Background: an optimization exercise with open tools, aiming at small area and a short achievable clock period. Do not read the settings as production practice. At most, simulation tests tie the RTL to the original design; equivalence was not proved.

==> run A: inputs <==
## chan_decim
module chan_decim (
    input  wire        clk,
    input  wire        rst,         
    input  wire        bit_valid,
    input  wire        bit_in,
    output wire        out_valid,
    output wire [39:0] out_v
);
==> module fir_iron_mac, before the edit <==
module fir_iron_mac (
    input  wire               clk,
    input  wire               rst,
    input  wire               x_pre,      
    input  wire               x_valid,    
    input  wire        [22:0] x,
    output reg                v_valid,
    output wire signed [39:0] v
);
    localparam integer NS = 29;
    localparam integer W  = 47;
    reg  [NS*W-1:0] ring;                
    wire [W-1:0]    r0  = ring[0 +: W];
    wire [W-1:0]    r1  = ring[W +: W];
    wire [W-1:0]    r27 = ring[27*W +: W];
    wire [W-1:0]    r28 = ring[28*W +: W];
    reg  [4:0]  dq, dn;
    reg  [1:0]  p;
    reg  [4:0]  act;
    wire        active = (act != 5'd0);
    wire        minc   = x_pre && (p == 2'd3);
    wire [4:0]  dqn    = minc ? dq : dn;
    wire [4:0]  dnn    = (dqn == 5'd28) ? 5'd0 : dqn + 5'd1;
    wire        actn  = x_valid || (act > 5'd1);
    wire [6:0]  in    = {dn, ~p};
    wire [6:0]  inf   = (in > 7'd57) ? 7'd114 - in : in;
    reg  [6:0]  ra;
    wire [9:0]  b_neg, b_one, b_two;     
    iron_coef_rom u_rom (.idx(ra), .neg(b_neg), .one(b_one), .two(b_two));
    reg  [9:0]  m_neg, m_one, m_two;
    reg         fin_m, clr_m, fin_o, clr_o, fin_28, clr_28;
    reg  [4:0]  wipe;                    
    wire        fin_r = active && (dq == 5'd0) && (p == 2'd3);
    wire        clr_r = active && (dq == 5'd28) && (p == 2'd0);
    wire        inj = fin_m && (r1[7:0] == 8'hff);
    wire [W-1:0] ps, pc;
    mul_tree u_mul (.neg(m_neg), .one(m_one), .two(m_two), .x(x), .inj(inj),
                    .s(ps), .c(pc));
    reg  [W-1:0] s_q, c_q;
    wire [W-1:0] a_s = r0 ^ s_q ^ c_q;
    wire [W-1:0] a_c = {((r0 & s_q) | (r0 & c_q) | (s_q & c_q)), 1'b0};
    wire [W-1:0] a_n;
    add47 u_add (.a(a_s), .b(a_c), .s(a_n));
    wire         sat = fin_28 && r28[46] && !r28[45];
    wire         clr = clr_28 || (wipe != 5'd0);
    wire [W-1:0] n27 = clr ? 47'd63 :
                       sat ? {1'b0, {39{1'b1}}, r28[6:0]} : r28;
    always @(posedge clk) begin
        ring <= {a_n, n27, ring[2*W +: 26*W], r1};
        s_q <= ps;
        c_q <= pc;
        m_neg <= b_neg; m_one <= b_one; m_two <= b_two;
        if (rst) begin
            ra <= 7'h7f;
            dq <= 5'd3;
            dn <= 5'd4;
            p <= 2'd3;
            act <= 5'd0;
            fin_m <= 1'b0; clr_m <= 1'b0;
            fin_o <= 1'b0; clr_o <= 1'b0;
            fin_28 <= 1'b0; clr_28 <= 1'b0;
            v_valid <= 1'b0;
            wipe <= 5'd31;
        end else begin
            ra <= actn ? inf : 7'h7f;
            dq <= dqn;
            dn <= dnn;
            if (x_pre)
                p <= p + 2'd1;
            if (x_valid)
                act <= 5'd29;
            else if (active)
                act <= act - 5'd1;
            fin_m <= fin_r; clr_m <= clr_r;
            fin_o <= fin_m; clr_o <= clr_m;
            fin_28 <= fin_o; clr_28 <= clr_o;
            v_valid <= fin_28;
            if (wipe != 5'd0)
                wipe <= wipe - 5'd1;
        end
    end
    assign v = r27[46:7];
endmodule
export LEC_CHECK = 0
export CAP_MARGIN = 20
export CORE_MARGIN = 2
export CORE_UTILIZATION = 70
export CTS_CLUSTER_DIAMETER = 60
export CTS_CLUSTER_SIZE = 24
export SLEW_MARGIN = 20
create_clock -name core_clock -period 12.0 [get_ports {clk}]
standard.sh (not shown) runs the stock make flow with config.mk's settings and CLKGATE_MAP_FILE= SYNTH_SCRIPT=/design/flow/synth_recipe.tcl, a recipe that flattens the netlist after the stock synthesis.
==> flow/flow/run.sh <==
#!/bin/bash
# Standard layout (the standard.sh, standard synthesis unchanged) with
# timing repair aimed at a setup slack margin, so the resizer also works on
# paths that already meet the 12 ns clock. Output goes to flow_make.log.
set -euo pipefail
export SETUP_SLACK_MARGIN=8.1
bash standard.sh > flow_make.log 2>&1
==> inputs of run K, as changes to run A <==
--- a/flow/design.v
+++ b/flow/design.v
@@ -272,29 +272,31 @@
     wire [9:0]  b_neg, b_one, b_two;     
     iron_coef_rom u_rom (.idx(ra), .neg(b_neg), .one(b_one), .two(b_two));
     reg  [9:0]  m_neg, m_one, m_two;
     reg         fin_m, clr_m, fin_o, clr_o, fin_28, clr_28;
     reg  [4:0]  wipe;                    
     wire        fin_r = active && (dq == 5'd0) && (p == 2'd3);
     wire        clr_r = active && (dq == 5'd28) && (p == 2'd0);
+    reg  [22:0] xr;
     wire        inj = fin_m && (r1[7:0] == 8'hff);
     wire [W-1:0] ps, pc;
-    mul_tree u_mul (.neg(m_neg), .one(m_one), .two(m_two), .x(x), .inj(inj),
+    mul_tree u_mul (.neg(m_neg), .one(m_one), .two(m_two), .x(xr), .inj(inj),
                     .s(ps), .c(pc));
     reg  [W-1:0] s_q, c_q;
     wire [W-1:0] a_s = r0 ^ s_q ^ c_q;
     wire [W-1:0] a_c = {((r0 & s_q) | (r0 & c_q) | (s_q & c_q)), 1'b0};
     wire [W-1:0] a_n;
     add47 u_add (.a(a_s), .b(a_c), .s(a_n));
     wire         sat = fin_28 && r28[46] && !r28[45];
     wire         clr = clr_28 || (wipe != 5'd0);
     wire [W-1:0] n27 = clr ? 47'd63 :
                        sat ? {1'b0, {39{1'b1}}, r28[6:0]} : r28;
     always @(posedge clk) begin
         ring <= {a_n, n27, ring[2*W +: 26*W], r1};
+        xr <= x;
         s_q <= ps;
         c_q <= pc;
         m_neg <= b_neg; m_one <= b_one; m_two <= b_two;
         if (rst) begin
             ra <= 7'h7f;
             dq <= 5'd3;
             dn <= 5'd4;
==> flow/flow/run.sh (replaced) <==
#!/bin/bash
# Standard layout (the standard.sh, standard synthesis unchanged) with
# timing repair aimed at a setup slack margin, so the resizer also works on
# paths that already meet the 12 ns clock. Output goes to flow_make.log.
set -euo pipefail
export SETUP_SLACK_MARGIN=8.6
bash standard.sh > flow_make.log 2>&1
==> inputs of run B, as changes to run A <==
--- a/flow/design.v
+++ b/flow/design.v
@@ -154,98 +154,192 @@
     reg  [25:0] w0, w1, w2, w3, w4;
     reg  [2:0]  rp;
     reg  [25:0] acc;
     reg         busy, init;
     reg  [2:0]  sq;
     reg  [3:0]  cnt;
     reg         step, rnd;                      
-    reg  [NC-1:1] stq, rnq;                     
-    reg  [NC-1:1] ak;                           
     reg  [25:0] zc;
     always @* begin
         case (rp)
             3'd1:    zc = 26'h0018950;
             3'd2:    zc = 26'h3c8e700;
             3'd3:    zc = 26'h1287000;
             3'd4:    zc = 26'h2100000;
             default: zc = 26'h0000000;
         endcase
     end
-    wire [NC-1:0] st  = {stq, step};
-    wire [NC-1:0] rn  = {rnq, rnd};
-    wire [25:0] zq  = {w2[25:20], w3[19:14], w4[13:7], w0[6:0]};   
-    wire [25:0] accn;
-    wire [NC:1] ao;
+    wire [25:0] opb  = step ? ~w0 : {25'd0, rnd & acc[2]};
+    wire [26:0] sm1;
+    add27 u_add (.a({acc, 1'b1}), .b({opb, step | rnd}), .s(sm1));
+    wire [25:0] sum  = sm1[26:1];
+    wire [2:0]  rp1  = (rp == 3'd4) ? 3'd0 : rp + 3'd1;
+    wire [2:0]  sq1  = (step || rnd) ? sq + 3'd1 : sq;
+    wire [25:0] lmask;
     generate
-        for (q = 0; q < NC; q = q + 1) begin : g_comb
-            localparam integer L = LO(q);
-            localparam integer N = WD(q);
-            wire [6:0] ob = st[q] ? ~zq[L +: N] :
-                            {6'd0, (q == 0) & rn[q] & acc[2]};
-            wire       ci = (q == 0) ? (st[q] | rn[q]) : ak[q];
-            wire [7:0] r  = rip(acc[L +: N], ob, ci, N);
-            assign ao[q+1] = r[7];
-            assign accn[L +: N] = lq[4 + q] ? i5[L +: N] : r[N-1:0];
+        for (q = 0; q < NC; q = q + 1) begin : g_lmask
+            assign lmask[LO(q) +: WD(q)] = {WD(q){lq[4 + q]}};
         end
     endgenerate
-    wire [2:0]  rp1  = (rp == 3'd4) ? 3'd0 : rp + 3'd1;
-    wire [2:0]  sq1  = (step || rnd) ? sq + 3'd1 : sq;
+    wire [25:0] accn = (lmask & i5) | (~lmask & sum);
     always @(posedge clk) begin
-        w0 <= w1;
-        w1 <= {st[3] ? acc[25:20] : w2[25:20], w2[19:0]};
-        w2 <= {w3[25:20], st[2] ? acc[19:14] : w3[19:14], w3[13:0]};
-        w3 <= {w4[25:14], st[1] ? acc[13:7] : w4[13:7], w4[6:0]};
-        w4 <= {init ? zc[25:7] : w0[25:7],
-               st[0] ? acc[6:0] : init ? zc[6:0] : w0[6:0]};
+        w0 <= w1; w1 <= w2; w2 <= w3; w3 <= w4;
+        w4 <= step ? acc : init ? zc : w0;
         acc <= accn;
-        ak <= ao[NC-1:1];
         if (rst) begin
             rp <= 3'd0;
             busy <= 1'b0;
             init <= 1'b1;
             sq <= 3'd0;
             cnt <= 4'd0;
             step <= 1'b0;
             rnd <= 1'b0;
-            stq <= {(NC-1){1'b0}};
-            rnq <= {(NC-1){1'b0}};
             x_valid <= 1'b0;
             x_pre <= 1'b0;
         end else begin
             rp <= rp1;
             if (rp == 3'd4)
                 init <= 1'b0;
-            stq <= st[NC-2:0];
-            rnq <= rn[NC-2:0];
             x_valid <= 1'b0;
-            x_pre <= busy && (cnt == 4'd12);
+            x_pre <= busy && (cnt == 4'd9);
             step <= 1'b0;
             rnd <= 1'b0;
-            if (lq[4]) begin
+            if (lq[NS-1]) begin
                 busy <= 1'b1;
                 sq <= 3'd0;
                 cnt <= 4'd0;
                 step <= (rp1 == 3'd0);
             end else if (busy) begin
                 cnt <= cnt + 4'd1;
                 sq <= sq1;
                 step <= (sq1 == rp1);
                 rnd <= (sq1 == 3'd5);
-                if (cnt == 4'd13) begin
+                if (cnt == 4'd10) begin
                     busy <= 1'b0;
                     x_valid <= 1'b1;
                     step <= 1'b0;
                     rnd <= 1'b0;
                 end
             end
         end
-        if (busy && cnt == 4'd13)
+        if (busy && cnt == 4'd10)
             x <= acc[25] ? 23'h7fffff : acc[24:2];
     end
 endmodule
+module add27 (
+    input  wire [26:0] a, b,
+    output wire [26:0] s
+);
+  wire [26:0] g0 = a & b, p0 = a ^ b;
+  wire g1_1 = g0[1] | (p0[1] & g0[0]);
+  wire p1_1 = p0[1] & p0[0];
+  wire g1_3 = g0[3] | (p0[3] & g0[2]);
+  wire p1_3 = p0[3] & p0[2];
+  wire g1_5 = g0[5] | (p0[5] & g0[4]);
+  wire p1_5 = p0[5] & p0[4];
+  wire g1_7 = g0[7] | (p0[7] & g0[6]);
+  wire p1_7 = p0[7] & p0[6];
+  wire g1_9 = g0[9] | (p0[9] & g0[8]);
+  wire p1_9 = p0[9] & p0[8];
+  wire g1_11 = g0[11] | (p0[11] & g0[10]);
+  wire p1_11 = p0[11] & p0[10];
+  wire g1_13 = g0[13] | (p0[13] & g0[12]);
+  wire p1_13 = p0[13] & p0[12];
+  wire g1_15 = g0[15] | (p0[15] & g0[14]);
+  wire p1_15 = p0[15] & p0[14];
+  wire g1_17 = g0[17] | (p0[17] & g0[16]);
+  wire p1_17 = p0[17] & p0[16];
+  wire g1_19 = g0[19] | (p0[19] & g0[18]);
+  wire p1_19 = p0[19] & p0[18];
+  wire g1_21 = g0[21] | (p0[21] & g0[20]);
+  wire p1_21 = p0[21] & p0[20];
+  wire g1_23 = g0[23] | (p0[23] & g0[22]);
+  wire p1_23 = p0[23] & p0[22];
+  wire g1_25 = g0[25] | (p0[25] & g0[24]);
+  wire p1_25 = p0[25] & p0[24];
+  wire g2_2 = g0[2] | (p0[2] & g1_1);
+  wire p2_2 = p0[2] & p1_1;
+  wire g2_3 = g1_3 | (p1_3 & g1_1);
+  wire p2_3 = p1_3 & p1_1;
+  wire g2_6 = g0[6] | (p0[6] & g1_5);
+  wire p2_6 = p0[6] & p1_5;
+  wire g2_7 = g1_7 | (p1_7 & g1_5);
+  wire p2_7 = p1_7 & p1_5;
+  wire g2_10 = g0[10] | (p0[10] & g1_9);
+  wire p2_10 = p0[10] & p1_9;
+  wire g2_11 = g1_11 | (p1_11 & g1_9);
+  wire p2_11 = p1_11 & p1_9;
+  wire g2_14 = g0[14] | (p0[14] & g1_13);
+  wire p2_14 = p0[14] & p1_13;
+  wire g2_15 = g1_15 | (p1_15 & g1_13);
+  wire p2_15 = p1_15 & p1_13;
+  wire g2_18 = g0[18] | (p0[18] & g1_17);
+  wire p2_18 = p0[18] & p1_17;
+  wire g2_19 = g1_19 | (p1_19 & g1_17);
+  wire p2_19 = p1_19 & p1_17;
+  wire g2_22 = g0[22] | (p0[22] & g1_21);
+  wire p2_22 = p0[22] & p1_21;
+  wire g2_23 = g1_23 | (p1_23 & g1_21);
+  wire p2_23 = p1_23 & p1_21;
+  wire g3_4 = g0[4] | (p0[4] & g2_3);
+  wire p3_4 = p0[4] & p2_3;
+  wire g3_5 = g1_5 | (p1_5 & g2_3);
+  wire p3_5 = p1_5 & p2_3;
+  wire g3_6 = g2_6 | (p2_6 & g2_3);
+  wire p3_6 = p2_6 & p2_3;
+  wire g3_7 = g2_7 | (p2_7 & g2_3);
+  wire p3_7 = p2_7 & p2_3;
+  wire g3_12 = g0[12] | (p0[12] & g2_11);
+  wire p3_12 = p0[12] & p2_11;
+  wire g3_13 = g1_13 | (p1_13 & g2_11);
+  wire p3_13 = p1_13 & p2_11;
+  wire g3_14 = g2_14 | (p2_14 & g2_11);
+  wire p3_14 = p2_14 & p2_11;
+  wire g3_15 = g2_15 | (p2_15 & g2_11);
+  wire p3_15 = p2_15 & p2_11;
+  wire g3_20 = g0[20] | (p0[20] & g2_19);
+  wire p3_20 = p0[20] & p2_19;
+  wire g3_21 = g1_21 | (p1_21 & g2_19);
+  wire p3_21 = p1_21 & p2_19;
+  wire g3_22 = g2_22 | (p2_22 & g2_19);
+  wire p3_22 = p2_22 & p2_19;
+  wire g3_23 = g2_23 | (p2_23 & g2_19);
+  wire p3_23 = p2_23 & p2_19;
+  wire g4_8 = g0[8] | (p0[8] & g3_7);
+  wire p4_8 = p0[8] & p3_7;
+  wire g4_9 = g1_9 | (p1_9 & g3_7);
+  wire p4_9 = p1_9 & p3_7;
+  wire g4_10 = g2_10 | (p2_10 & g3_7);
+  wire p4_10 = p2_10 & p3_7;
+  wire g4_11 = g2_11 | (p2_11 & g3_7);
+  wire p4_11 = p2_11 & p3_7;
+  wire g4_12 = g3_12 | (p3_12 & g3_7);
+  wire p4_12 = p3_12 & p3_7;
+  wire g4_13 = g3_13 | (p3_13 & g3_7);
+  wire p4_13 = p3_13 & p3_7;
+  wire g4_14 = g3_14 | (p3_14 & g3_7);
+  wire p4_14 = p3_14 & p3_7;
+  wire g4_15 = g3_15 | (p3_15 & g3_7);
+  wire p4_15 = p3_15 & p3_7;
+  wire g4_24 = g0[24] | (p0[24] & g3_23);
+  wire p4_24 = p0[24] & p3_23;
+  wire g4_25 = g1_25 | (p1_25 & g3_23);
+  wire p4_25 = p1_25 & p3_23;
+  wire g5_16 = g0[16] | (p0[16] & g4_15);
+  wire g5_17 = g1_17 | (p1_17 & g4_15);
+  wire g5_18 = g2_18 | (p2_18 & g4_15);
+  wire g5_19 = g2_19 | (p2_19 & g4_15);
+  wire g5_20 = g3_20 | (p3_20 & g4_15);
+  wire g5_21 = g3_21 | (p3_21 & g4_15);
+  wire g5_22 = g3_22 | (p3_22 & g4_15);
+  wire g5_23 = g3_23 | (p3_23 & g4_15);
+  wire g5_24 = g4_24 | (p4_24 & g4_15);
+  wire g5_25 = g4_25 | (p4_25 & g4_15);
+  assign s = p0 ^ {g5_25, g5_24, g5_23, g5_22, g5_21, g5_20, g5_19, g5_18, g5_17, g5_16, g4_15, g4_14, g4_13, g4_12, g4_11, g4_10, g4_9, g4_8, g3_7, g3_6, g3_5, g3_4, g2_3, g2_2, g1_1, g0[0], 1'b0};
+endmodule
 module fir_iron_mac (
     input  wire               clk,
     input  wire               rst,
     input  wire               x_pre,      
     input  wire               x_valid,    
     input  wire        [22:0] x,
     output reg                v_valid,
==> flow/flow/run.sh (replaced) <==
#!/bin/bash
# Standard layout (the standard.sh, standard synthesis unchanged) with
# timing repair aimed at a setup slack margin, so the resizer also works on
# paths that already meet the 12 ns clock. Output goes to flow_make.log.
set -euo pipefail
export SETUP_SLACK_MARGIN=8.3
bash standard.sh > flow_make.log 2>&1
==> flow/config.mk (replaced) <==
export PLATFORM = sky130hd
export DESIGN_NAME = chan_decim
export DESIGN_NICKNAME = chan_decim
export VERILOG_FILES = /design/flow/design.v
export SDC_FILE = /design/flow/constraint.sdc
export NUM_CORES = 4
export LEC_CHECK = 0
export CAP_MARGIN = 20
export CORE_MARGIN = 2
export CORE_UTILIZATION = 70
export CTS_CLUSTER_DIAMETER = 50
export CTS_CLUSTER_SIZE = 20
export SLEW_MARGIN = 20
==> inputs of run C, as changes to run A <==
--- a/flow/design.v
+++ b/flow/design.v
@@ -272,29 +272,31 @@
     wire [9:0]  b_neg, b_one, b_two;     
     iron_coef_rom u_rom (.idx(ra), .neg(b_neg), .one(b_one), .two(b_two));
     reg  [9:0]  m_neg, m_one, m_two;
     reg         fin_m, clr_m, fin_o, clr_o, fin_28, clr_28;
     reg  [4:0]  wipe;                    
     wire        fin_r = active && (dq == 5'd0) && (p == 2'd3);
     wire        clr_r = active && (dq == 5'd28) && (p == 2'd0);
+    reg  [22:0] xr;
     wire        inj = fin_m && (r1[7:0] == 8'hff);
     wire [W-1:0] ps, pc;
-    mul_tree u_mul (.neg(m_neg), .one(m_one), .two(m_two), .x(x), .inj(inj),
+    mul_tree u_mul (.neg(m_neg), .one(m_one), .two(m_two), .x(xr), .inj(inj),
                     .s(ps), .c(pc));
     reg  [W-1:0] s_q, c_q;
     wire [W-1:0] a_s = r0 ^ s_q ^ c_q;
     wire [W-1:0] a_c = {((r0 & s_q) | (r0 & c_q) | (s_q & c_q)), 1'b0};
     wire [W-1:0] a_n;
     add47 u_add (.a(a_s), .b(a_c), .s(a_n));
     wire         sat = fin_28 && r28[46] && !r28[45];
     wire         clr = clr_28 || (wipe != 5'd0);
     wire [W-1:0] n27 = clr ? 47'd63 :
                        sat ? {1'b0, {39{1'b1}}, r28[6:0]} : r28;
     always @(posedge clk) begin
         ring <= {a_n, n27, ring[2*W +: 26*W], r1};
+        xr <= x;
         s_q <= ps;
         c_q <= pc;
         m_neg <= b_neg; m_one <= b_one; m_two <= b_two;
         if (rst) begin
             ra <= 7'h7f;
             dq <= 5'd3;
             dn <= 5'd4;
==> flow/flow/run.sh (replaced) <==
#!/bin/bash
# Standard layout (the standard.sh, standard synthesis unchanged) with
# timing repair aimed at a setup slack margin, so the resizer also works on
# paths that already meet the 12 ns clock. Output goes to flow_make.log.
set -euo pipefail
export SETUP_SLACK_MARGIN=8.3
bash standard.sh > flow_make.log 2>&1
--- a/flow/config.mk
+++ b/flow/config.mk
@@ -6,8 +6,9 @@
 export NUM_CORES = 4
 export LEC_CHECK = 0
 export CAP_MARGIN = 20
 export CORE_MARGIN = 2
 export CORE_UTILIZATION = 70
 export CTS_CLUSTER_DIAMETER = 60
 export CTS_CLUSTER_SIZE = 24
+export GPL_ROUTABILITY_DRIVEN = 0
 export SLEW_MARGIN = 20
==> flow_summary.yaml <==
clock_tree:
  ctsResizeCount: 413
yosys:
  synth_top_area_share: 0.6321
outcome:
  status: "finished clean"
sta:
  fin_worst_skew_ns: 0.04838
The numbers above come from run K.

==> flow_summary.yaml <==
yosys:
  synth_top_area_share: 0.6321
outcome:
  status: "finished clean"
clock_tree:
  ctsResizeCount: 241
sta:
  fin_worst_skew_ns: 0.07999
The numbers above come from run C.

==> flow_summary.yaml <==
clock_tree:
  ctsResizeCount: 267
yosys:
  synth_top_area_share: 0.6262
sta:
  fin_worst_skew_ns: 0.03510
outcome:
  status: "finished clean"
The numbers above come from run B.

==> flow_summary.yaml <==
clock_tree:
  cts_max_level: 3
  ctsResizeCount: 59
yosys:
  synth_fa_ha_area_frac: 0.1458
  synth_top_area_share: 0.6289
outcome:
  status: "finished clean"
sta:
  fin_worst_skew_ns: 0.05777
power_and_ir_drop:
  power_frac_comb: 0.321
The numbers above come from run A.

Only the layout flow was run in run A; the RTL was not checked for function there.

[re-timing with driven ports]
The results above use ideal ports. As a check the final layouts listed here were re-extracted and re-timed, cells and wires unchanged.
Step 1 (the two cells are an assumption about what drives the block):
set clk [get_ports {clk}]
set_driving_cell -lib_cell sky130_fd_sc_hd__clkbuf_16 $clk
set_driving_cell -lib_cell sky130_fd_sc_hd__buf_2 [delete_from_list [all_inputs] $clk]
Step 2 moves the port delays by t, midway between the first and last clock arrival at a register: inputs arrive t later, outputs are due t later. That takes back most of the time a late clock gives input paths.
a / b / c = ideal / step 1 / step 2; a / b = the first two.
run	t (ns)	setup slack, ns	latest minus earliest clock arrival (ns)	slew at the worst register clock pin (ns)	worst slew at a driven data input, ns
run A	0.764	8.167 / 8.125 / 8.167	0.067 / 0.067	0.11 / 0.11	0.03
run K	0.766	8.407 / 8.336 / 8.424	0.057 / 0.057	0.10 / 0.10	0.03
run B	0.814	8.214 / 8.214 / 8.214	0.045 / 0.045	0.10 / 0.10	0.03
run C	0.756	8.355 / 8.285 / 8.405	0.093 / 0.093	0.10 / 0.10	0.03
After both steps every run listed still meets setup and hold.
